From an optimization exercise on the open Yosys and OpenROAD flow, aimed at small area and a short achievable clock period; shortcuts taken in it are not production practice. Where RTL was checked, it was by simulation tests only, not by an equivalence proof against the original.

==> job 8221 <==
// ecc80_codec
module ecc80_codec (
    input  wire        clk,
    input  wire        rst,
    input  wire        enc_valid_i,
    input  wire [63:0] enc_data_i,
    output reg         enc_valid_o,
    output reg  [15:0] enc_check_o,
    input  wire        dec_valid_i,
    input  wire [79:0] dec_cw_i,
    output reg         dec_valid_o,
    output reg  [63:0] dec_data_o,
    output reg  [15:0] dec_check_o,
    output reg  [1:0]  dec_err_o
);
clock: 22.0 ns
lec_check: 0
cap_margin: 20
core_margin: 2
core_utilization: 40
place_density: 0.6
slew_margin: 20
run.sh (not shown) runs the stock make flow with config.mk's settings and CLKGATE_MAP_FILE= SYNTH_SCRIPT=/design/flow/synth_recipe.tcl, a recipe that flattens the netlist after the stock synthesis.
==> job 2031 (differences from job 8221) <==
--- a/flow/design.v
+++ b/flow/design.v
@@ -238,37 +238,36 @@
     assign s3[4] = raw[1] ^ raw[2] ^ raw[3] ^ raw[4] ^ raw[7] ^ raw[9] ^ raw[12] ^ raw[15] ^ raw[17] ^ raw[18] ^ raw[20] ^ raw[22] ^ raw[24] ^ raw[30] ^ raw[31] ^ raw[34] ^ raw[39] ^ raw[40] ^ raw[41] ^ raw[43] ^ raw[45] ^ raw[46] ^ raw[47] ^ raw[50] ^ raw[51] ^ raw[52] ^ raw[56] ^ raw[57] ^ raw[59] ^ raw[60] ^ raw[63] ^ raw[68] ^ raw[70] ^ raw[72] ^ raw[73] ^ raw[77];
     assign s3[5] = raw[1] ^ raw[3] ^ raw[4] ^ raw[5] ^ raw[8] ^ raw[9] ^ raw[10] ^ raw[14] ^ raw[15] ^ raw[17] ^ raw[18] ^ raw[21] ^ raw[22] ^ raw[29] ^ raw[33] ^ raw[34] ^ raw[35] ^ raw[36] ^ raw[37] ^ raw[39] ^ raw[42] ^ raw[43] ^ raw[45] ^ raw[49] ^ raw[51] ^ raw[52] ^ raw[53] ^ raw[54] ^ raw[56] ^ raw[57] ^ raw[59] ^ raw[60] ^ raw[61] ^ raw[63] ^ raw[67] ^ raw[68] ^ raw[71] ^ raw[76] ^ raw[77] ^ raw[78];
     assign s3[6] = raw[0] ^ raw[1] ^ raw[3] ^ raw[7] ^ raw[9] ^ raw[10] ^ raw[11] ^ raw[12] ^ raw[14] ^ raw[15] ^ raw[17] ^ raw[18] ^ raw[19] ^ raw[21] ^ raw[22] ^ raw[23] ^ raw[24] ^ raw[25] ^ raw[26] ^ raw[27] ^ raw[32] ^ raw[34] ^ raw[36] ^ raw[37] ^ raw[41] ^ raw[44] ^ raw[45] ^ raw[46] ^ raw[47] ^ raw[50] ^ raw[52] ^ raw[55] ^ raw[58] ^ raw[60] ^ raw[61] ^ raw[63] ^ raw[66] ^ raw[70] ^ raw[71] ^ raw[72] ^ raw[73] ^ raw[74] ^ raw[76];
     wire [6:0] wv = gf_mul(s3, inv_cube(s1));
     wire       clean = ~sp & (s1 == 7'd0) & (s3 == 7'd0);
     wire       wunit = (wv == 7'd1);
-    wire [6:0] yv;
-    assign yv[0] = 1'b0;
-    assign yv[1] = wv[2] ^ wv[3] ^ wv[4] ^ wv[6];
-    assign yv[2] = wv[3] ^ wv[4] ^ wv[6];
-    assign yv[3] = wv[5] ^ wv[6];
-    assign yv[4] = wv[1] ^ wv[2] ^ wv[4];
-    assign yv[5] = wv[3] ^ wv[5] ^ wv[6];
-    assign yv[6] = wv[3] ^ wv[6];
     reg        dec_v2;
     reg [79:0] r2;
     reg [6:0]  s1_2;
-    reg [6:0]  yv_2;
+    reg [6:0]  wv_2;
     reg        sp_2, t_2, clean_2, wunit_2, w0_2;
     always @(posedge clk) begin
         dec_v2 <= dec_v1 & ~rst;
         r2     <= r1;
         s1_2   <= s1;
-        yv_2   <= yv;
+        wv_2   <= wv;
         sp_2   <= sp;
         t_2    <= t;
         clean_2 <= clean;
         wunit_2 <= wunit;
         w0_2   <= wv[0];
     end
-    wire [6:0] y = yv_2;
+    wire [6:0] y;
+    assign y[0] = 1'b0;
+    assign y[1] = wv_2[2] ^ wv_2[3] ^ wv_2[4] ^ wv_2[6];
+    assign y[2] = wv_2[3] ^ wv_2[4] ^ wv_2[6];
+    assign y[3] = wv_2[5] ^ wv_2[6];
+    assign y[4] = wv_2[1] ^ wv_2[2] ^ wv_2[4];
+    assign y[5] = wv_2[3] ^ wv_2[5] ^ wv_2[6];
+    assign y[6] = wv_2[3] ^ wv_2[6];
     wire [6:0] x1 = gf_mul(s1_2, y);
     wire [6:0] x2 = x1 ^ s1_2;
     wire ok1 = pos_ok(x1);
     wire ok2 = pos_ok(x2);
     wire ch1 = pos_chk(x1);
     wire ch2 = pos_chk(x2);
==> notes <==
In sequential cell count, job 8221 and job 2031 do not differ.
In job 2031 the worst hold slack is better than in job 8221, by 0.0058 ns.
Against job 2031, the count of clock-buffer cells in the layout of job 8221 is higher by 1.
Of job 8221 and job 2031, job 2031 has the higher synthesized cell count (gap about 4%, measured against job 2031).
No functional check of the RTL was part of any run of this note.

---

==> branch pepper <==
ecc80_codec, a different RTL version from the one above (not shown whole).
Design ecc80_codec, start of the top module:
module ecc80_codec (
    input  wire        clk,
    input  wire        rst,
    input  wire        enc_valid_i,
    input  wire [63:0] enc_data_i,
    output reg         enc_valid_o,
    output reg  [15:0] enc_check_o,
    input  wire        dec_valid_i,
    input  wire [79:0] dec_cw_i,
    output reg         dec_valid_o,
    output reg  [63:0] dec_data_o,
    output reg  [15:0] dec_check_o,
    output reg  [1:0]  dec_err_o
);
    wire [239:0] ex;
    assign ex[0] = enc_data_i[11] ^ enc_data_i[57];
    assign ex[1] = enc_data_i[49] ^ ex[0];
    assign ex[2] = enc_data_i[1] ^ enc_data_i[10];
    assign ex[3] = enc_data_i[4] ^ enc_data_i[9];
    assign ex[4] = enc_data_i[6] ^ enc_data_i[19];
    assign ex[5] = enc_data_i[12] ^ enc_data_i[45];
    assign ex[6] = enc_data_i[29] ^ enc_data_i[43];
    assign ex[7] = enc_data_i[2] ^ enc_data_i[13];
    assign ex[8] = enc_data_i[21] ^ enc_data_i[22];
    assign ex[9] = enc_data_i[30] ^ enc_data_i[44];
    assign ex[10] = enc_data_i[31] ^ enc_data_i[47];
    assign ex[11] = enc_data_i[23] ^ enc_data_i[24];
    assign ex[12] = enc_data_i[25] ^ enc_data_i[46];
    assign ex[13] = enc_data_i[26] ^ enc_data_i[32];
    assign ex[14] = enc_data_i[27] ^ enc_data_i[48];
    assign ex[15] = enc_data_i[38] ^ enc_data_i[63];
    assign ex[16] = enc_data_i[5] ^ enc_data_i[18];
    assign ex[17] = enc_data_i[50] ^ enc_data_i[53];
    assign ex[18] = enc_data_i[0] ^ enc_data_i[17];
    assign ex[19] = enc_data_i[28] ^ enc_data_i[59];
    assign ex[20] = enc_data_i[20] ^ ex[2];
    assign ex[21] = enc_data_i[52] ^ ex[6];
    assign ex[22] = enc_data_i[58] ^ ex[5];
  ...
export LEC_CHECK = 0
export CAP_MARGIN = 20
export CORE_MARGIN = 2
export CORE_UTILIZATION = 55
export PLACE_DENSITY = 0.7
export SLEW_MARGIN = 70
create_clock -name core_clock -period 22.0 [get_ports {clk}]
==> inputs of branch garnet, as changes to branch pepper <==
- ABC_AREA: not set -> 1
==> reports/metrics.cfg <==
[sta]
holdWs_ns = 0.318
postLayoutSetupSlackWorst_ns = 13.21

[finish]
nFillCells = 2674
final_common_cell = xnor2_1
comb.multi_input.count = 1731

[route]
vias = 18162

[status]
status = no timing/DRC/antenna violations

[critical_path]
r2r-start = s1_q2[3]
path_max_fanout = 20

[logic_synthesis]
synthAdderAreaFrac_pct = 1.20

[grt]
grtUsageMet3_pct = 5.22

# the run above: branch pepper

==> reports/metrics.cfg <==
[status]
status = no timing/DRC/antenna violations

[sta]
postLayoutSetupSlackWorst_ns = 13.83
holdWs_ns = 0.311

[finish]
final_common_cell = nand2_1
comb.multi_input.count = 1806

[critical_path]
worstPathRequired_ns = 22.46
path_class = input pin to flip-flop
r2r-start = y_q2[2]

[floorplanning]
start_util_pct = 56.0

[route]
vias = 16699

[cts]
cts_resized = 0

[logic_synthesis]
synthAdderAreaFrac_pct = 1.34

# the run above: branch garnet

Function was not checked in any run of this note: the RTL went through the layout flow alone.

---

==> trial 96: inputs <==
Another version of the RTL of ecc80_codec (not shown whole).
Settings: LEC_CHECK=0, ABC_AREA=1, CAP_MARGIN=20, CORE_MARGIN=2, CORE_UTILIZATION=55, PLACE_DENSITY=0.7, SLEW_MARGIN=70; clock period 22.0 ns.
standard.sh (not shown) runs the stock make flow with config.mk's settings and CLKGATE_MAP_FILE= SYNTH_SCRIPT=/design/flow/synth_recipe.tcl, a recipe that flattens the netlist after the stock synthesis.
==> flow/flow/run.sh <==
#!/bin/bash
# The standard layout (the standard.sh on the ORFS finish target), with one
# change: the buffers that buffer_ports puts on every input and output port are
# sky130_fd_sc_hd__buf_1 instead of the cell OpenROAD picks by default.
# The whole make output goes to standard.log in the work folder; ORFS also
# keeps each step's own log under orfs/logs/.
set -euo pipefail
cd "$(dirname "$0")/.."
bash standard.sh "BUFFER_PORTS_ARGS=-buffer_cell sky130_fd_sc_hd__buf_1" finish > standard.log 2>&1
==> inputs of build 88, as changes to trial 96 <==
==> flow/run.sh (new file) <==
#!/bin/bash
# synth_recipe.tcl (not shown) runs the flow's synth.tcl, then flattens the netlist and writes it again
# the make line also repeats each setting of config.mk as NAME=value (left out here)
make -C /OpenROAD-flow-scripts/flow DESIGN_CONFIG=/design/flow/config.mk WORK_HOME=/design/flow/orfs CLKGATE_MAP_FILE= SYNTH_SCRIPT=/design/flow/synth_recipe.tcl finish
removed: flow/flow/run.sh
removed: flow/standard.sh
==> run notes <==
quantity	build 88	trial 96
Outcome	finished clean	finished clean
Layout Skew	0.0211 ns	0.0245 ns
Clock tree cell share of total cell area	4.53%	4.46%
Met3 Wirelength	5610 um	5290 um
Critical path data arrival time	7.11 ns	6.69 ns
Met2 usage in global routing	63.5%	61.6%
Global routing met1 resource utilization	41.8%	41.9%
Insertion delay to the later sink of the worst-skew pair	0.57 ns	0.55 ns
Via count of the first global-routing pass	17,400	16,700
Destination of the worst register-to-register timing path	dec_data_o[61]	dec_data_o[29]
Post-Route Utilization	68.4%	63.7%
Total Wirelength	65,200 um	64,000 um
Reg2Reg Setup Slack	17.19 ns	17.41 ns
Worst slack after detailed placement	14.92 ns	15.32 ns
Delay of the slowest cell on the worst path	0.56 ns	0.35 ns
Sequential share of cell area	26.7%	28.7%
Max transition margin	67.1%	68.5%
Storage cell area	0.00594 sq mm	0.00594 sq mm
Fin area	0.0222 sq mm	0.0207 sq mm
Wire length of the first global-routing pass	96,700 um	94,000 um
Shortest period the worst path allows	6.62 ns	6.22 ns
Transition time at the pin with the least slew margin	0.491 ns	0.473 ns
Antenna violations before repair	5	8
Total half-perimeter wirelength after legalization and detailed placement	51,800 um	52,000 um

---

==> exp/delta: inputs <==
Another version of the RTL of ecc80_codec (not shown whole).
==> flow/design.v (excerpt) <==
module ecc80_codec (
    input  wire        clk,
    input  wire        rst,
    input  wire        enc_valid_i,
    input  wire [63:0] enc_data_i,
    output reg         enc_valid_o,
    output reg  [15:0] enc_check_o,
    input  wire        dec_valid_i,
    input  wire [79:0] dec_cw_i,
    output reg         dec_valid_o,
    output reg  [63:0] dec_data_o,
    output reg  [15:0] dec_check_o,
    output reg  [1:0]  dec_err_o
);
Settings: LEC_CHECK=0, CAP_MARGIN=20, CORE_MARGIN=2, CORE_UTILIZATION=55, CTS_BUF_LIST=sky130_fd_sc_hd__clkbuf_4, CTS_CLUSTER_SIZE=30, PLACE_DENSITY=0.7, SLEW_MARGIN=20; clock period 22.0 ns.
run.sh (not shown) runs the stock make flow with config.mk's settings and CLKGATE_MAP_FILE= SYNTH_SCRIPT=/design/flow/synth_recipe.tcl, a recipe that flattens the netlist after the stock synthesis.
Stock flow here: none of the scripts above is used.
==> inputs of exp/sierra, as changes to exp/delta <==
- CTS_BUF_LIST: sky130_fd_sc_hd__clkbuf_4 -> unset
- CTS_CLUSTER_SIZE: 30 -> unset
- SLEW_MARGIN: 20 -> 70
==> summary of the runs <==
exp/delta finished clean. exp/sierra went through all stages and came out clean. Of exp/sierra and exp/delta, exp/sierra has the higher maximum frequency (gap about 6%, measured against exp/delta). Against exp/delta, the clock-buffer cell count of exp/sierra is lower by 67. Between exp/sierra and exp/delta, the lower worst setup slack is in exp/delta (gap 0.39 ns). In critical path depth, exp/delta and exp/sierra do not differ. Of exp/sierra and exp/delta, exp/sierra has the higher design area (gap 4.8%, measured against exp/delta). Between exp/sierra and exp/delta, the lower register-to-register slack is in exp/delta (gap 0.39 ns). In exp/delta the final cell count is higher than in exp/sierra, by 2.3%.
==> figures <==
| quantity | exp/sierra | exp/delta |
|---|---|---|
| Outcome | no timing/DRC/antenna violations | no timing/DRC/antenna violations |
| Pin slew with the least headroom to its limit | 0.491 ns | 1.15 ns |
| Fraction of area in clock buffers and inverters | 5.87% | 5.04% |
| Number of antenna violations at the first check in global routing | 3 | 5 |
| Nets | 2184 | 2212 |
| Clock buffer count in the final layout | 49 | 116 |
| Routed met1 length | 24300 um | 24000 um |
| Share of the core filled with cells | 70.7% | 67.5% |
| Max stage delay on crit path | 0.55 ns | 0.80 ns |
| Ratio of cells with drive above 1 in the final layout | 11.4% | 8.44% |
| Sequential Area | 6920 um^2 | 6910 um^2 |
| Non-clk buf share | 11.8% | 11.7% |
| Routed len/inst | 23.3 um | 22.2 um |
No functional check of the RTL was part of any run of this note.

---

==> trial 28: inputs <==
Another version of the RTL of ecc80_codec (not shown whole).
==> flow/design.v (excerpt) <==
module ecc80_codec (
    input  wire        clk,
    input  wire        rst,
    input  wire        enc_valid_i,
    input  wire [63:0] enc_data_i,
    output reg         enc_valid_o,
    output reg  [15:0] enc_check_o,
    input  wire        dec_valid_i,
    input  wire [79:0] dec_cw_i,
    output reg         dec_valid_o,
    output reg  [63:0] dec_data_o,
    output reg  [15:0] dec_check_o,
    output reg  [1:0]  dec_err_o
);
Settings: LEC_CHECK=0, CAP_MARGIN=20, CORE_MARGIN=2, CORE_UTILIZATION=55, PLACE_DENSITY=0.7, SLEW_MARGIN=60; clock period 22.0 ns.
standard.sh (not shown) runs the stock make flow with config.mk's settings and CLKGATE_MAP_FILE= SYNTH_SCRIPT=/design/flow/synth_recipe.tcl, a recipe that flattens the netlist after the stock synthesis.
==> flow/flow/run.sh <==
#!/bin/bash
# The standard layout (the standard.sh), with four changes:
#  - synthesis maps the logic with flow/abc_map.script (an area-oriented ABC
#    mapping: dch, map -a, then ABC's own buffering and sizing) in place of
#    ORFS's abc_speed.script. It runs on a copy of ORFS's scripts folder in
#    which only abc_speed.script is replaced; flip-flops are mapped before ABC
#    runs, so the registers are exactly those of the standard synthesis;
#  - synthesis runs without Yosys's extract_fa (ADDER_MAP_FILE empty), so the
#    parity and GF(2^7) logic is not cut into half-adder cells before ABC;
#  - clock tree synthesis runs without dummy loads (-dont_use_dummy_load),
#    with sink clusters of at most 25 sinks and 70 um;
#  - the buffers that buffer_ports puts on every input and output port are
#    sky130_fd_sc_hd__buf_1 instead of the cell OpenROAD picks by default.
# Each make call's whole output goes to its own log in the work folder
# (synth.log, standard.log); ORFS also keeps each step's log under orfs/logs/.
set -euo pipefail
cd "$(dirname "$0")/.."
rm -rf synth_scripts
cp -r "$FLOW_HOME/scripts" synth_scripts
cp flow/abc_map.script synth_scripts/abc_speed.script
bash standard.sh "ADDER_MAP_FILE=" "SCRIPTS_DIR=$PWD/synth_scripts" synth > synth.log 2>&1
bash standard.sh "ADDER_MAP_FILE=" "BUFFER_PORTS_ARGS=-buffer_cell sky130_fd_sc_hd__buf_1" \
    "CTS_ARGS=-sink_clustering_enable -repair_clock_nets -dont_use_dummy_load -sink_clustering_size 25 -sink_clustering_max_diameter 70" finish > standard.log 2>&1
==> flow/flow/abc_map.script <==
strash
dch
map -a
topo
stime -c
buffer -c
upsize -c
dnsize -c
==> trial 85 (differences from trial 28) <==
==> flow/flow/abc_map.script (replaced) <==
strash
dch
map -a -B 0.5
topo
stime -c
buffer -c
upsize -c
dnsize -c
--- a/flow/config.mk
+++ b/flow/config.mk
@@ -9,4 +9,4 @@
 export CORE_MARGIN = 2
 export CORE_UTILIZATION = 55
 export PLACE_DENSITY = 0.7
-export SLEW_MARGIN = 60
+export SLEW_MARGIN = 70
==> build 21 (differences from trial 28) <==
--- a/flow/config.mk
+++ b/flow/config.mk
@@ -9,4 +9,4 @@
 export CORE_MARGIN = 2
 export CORE_UTILIZATION = 55
 export PLACE_DENSITY = 0.7
-export SLEW_MARGIN = 60
+export SLEW_MARGIN = 78
==> run notes <==
                                                                 trial 28        build 21        trial 85
Tapcell Cnt                                                           402             402             396
Synth Area in Compound Gates                                        7.60%           7.60%           7.82%
Sequential element share of the synthesized area                    44.0%           44.0%           44.6%
Most repeated library cell on the critical path                    xor2_1         nand2_1               -
Share of cell area taken by flip-flops and latches                  39.4%           36.0%           38.8%
Worst-Skew Late Latency                                           0.55 ns         0.56 ns         0.56 ns
End of the critical path                                   dec_check_o[1]  dec_check_o[9]  dec_data_o[44]
Clock buffer count                                                     25              24              23
Relative max-transition margin                                      58.9%           75.5%           64.9%
Worst hold-check slack                                           0.317 ns        0.292 ns        0.278 ns
Number of DRC markers in iteration 0                                 1567            1648            1230
Floorplan die height                                               182 µm          182 µm          180 µm
DRT Wirelength                                                    52.6 mm         54.4 mm         51.0 mm
Distinct cells, synth                                                  62              62              54
Final non-clock buffer share                                        4.95%           5.48%           5.10%
CP max stage delay                                                0.45 ns         0.48 ns         0.51 ns
Result of the run                        no timing/DRC/antenna violations  no timing/DRC/antenna violations  no timing/DRC/antenna violations
Metal-1 WL                                                        22.9 mm         23.4 mm         22.0 mm
GP Congestion                                                       0.966           0.966           0.982
Highest clock rate                                                175 MHz         172 MHz         176 MHz
Top cell type's share of synthesized area                           44.0%           44.0%           44.6%
Site row count                                                         65              65              64
Capture endpoint of the worst hold path                          r_q2[26]        r_q2[54]        r_q2[55]

## port drivers added, routing unchanged
The results above use ideal ports. As a check the final layouts listed here were re-extracted and re-timed, cells and wires unchanged.
Step 1: set_driving_cell puts a clkbuf_16 on clk and a buf_2 on each other input, an assumption about the parent block.
Step 2 also shifts input and output timing later by t, the mid clock arrival at the registers, as if the neighbouring blocks saw the same clock.
Three values: ideal, step 1, step 2; two values: the first two.
run	t (ns)	setup slack, ns	hold WS [ns]	worst setup path at the end
job 8221	0.628	15.170 / 15.170 / 15.170	0.382 / 0.382 / 0.382	register to register
job 2031	0.607	14.914 / 14.914 / 14.914	0.388 / 0.388 / 0.388	register to register
branch pepper	0.637	13.206 / 13.227 / 12.591	0.318 / 0.318 / 0.318	input to register
branch garnet	0.621	13.825 / 13.849 / 13.228	0.311 / 0.311 / 0.311	input to register
trial 96	0.591	15.779 / 15.806 / 15.215	0.309 / 0.309 / 0.309	input to register
build 88	0.607	15.375 / 15.400 / 14.793	0.313 / 0.313 / 0.313	input to register
exp/delta	0.811	15.101 / 15.101 / 15.101	0.376 / 0.376 / 0.376	register to register
exp/sierra	0.583	15.495 / 15.495 / 15.495	0.382 / 0.382 / 0.382	register to register
trial 28	0.583	16.294 / 16.294 / 15.903	0.317 / 0.317 / 0.317	input to register
trial 85	0.576	16.331 / 16.331 / 16.063	0.278 / 0.278 / 0.278	input to register
build 21	0.579	16.173 / 16.173 / 16.021	0.292 / 0.292 / 0.292	input to register
After both steps every run listed still meets setup and hold. The setup slack of branch pepper, which loses most, moves by +0.021 ns with the drivers and by -0.615 ns with both steps.
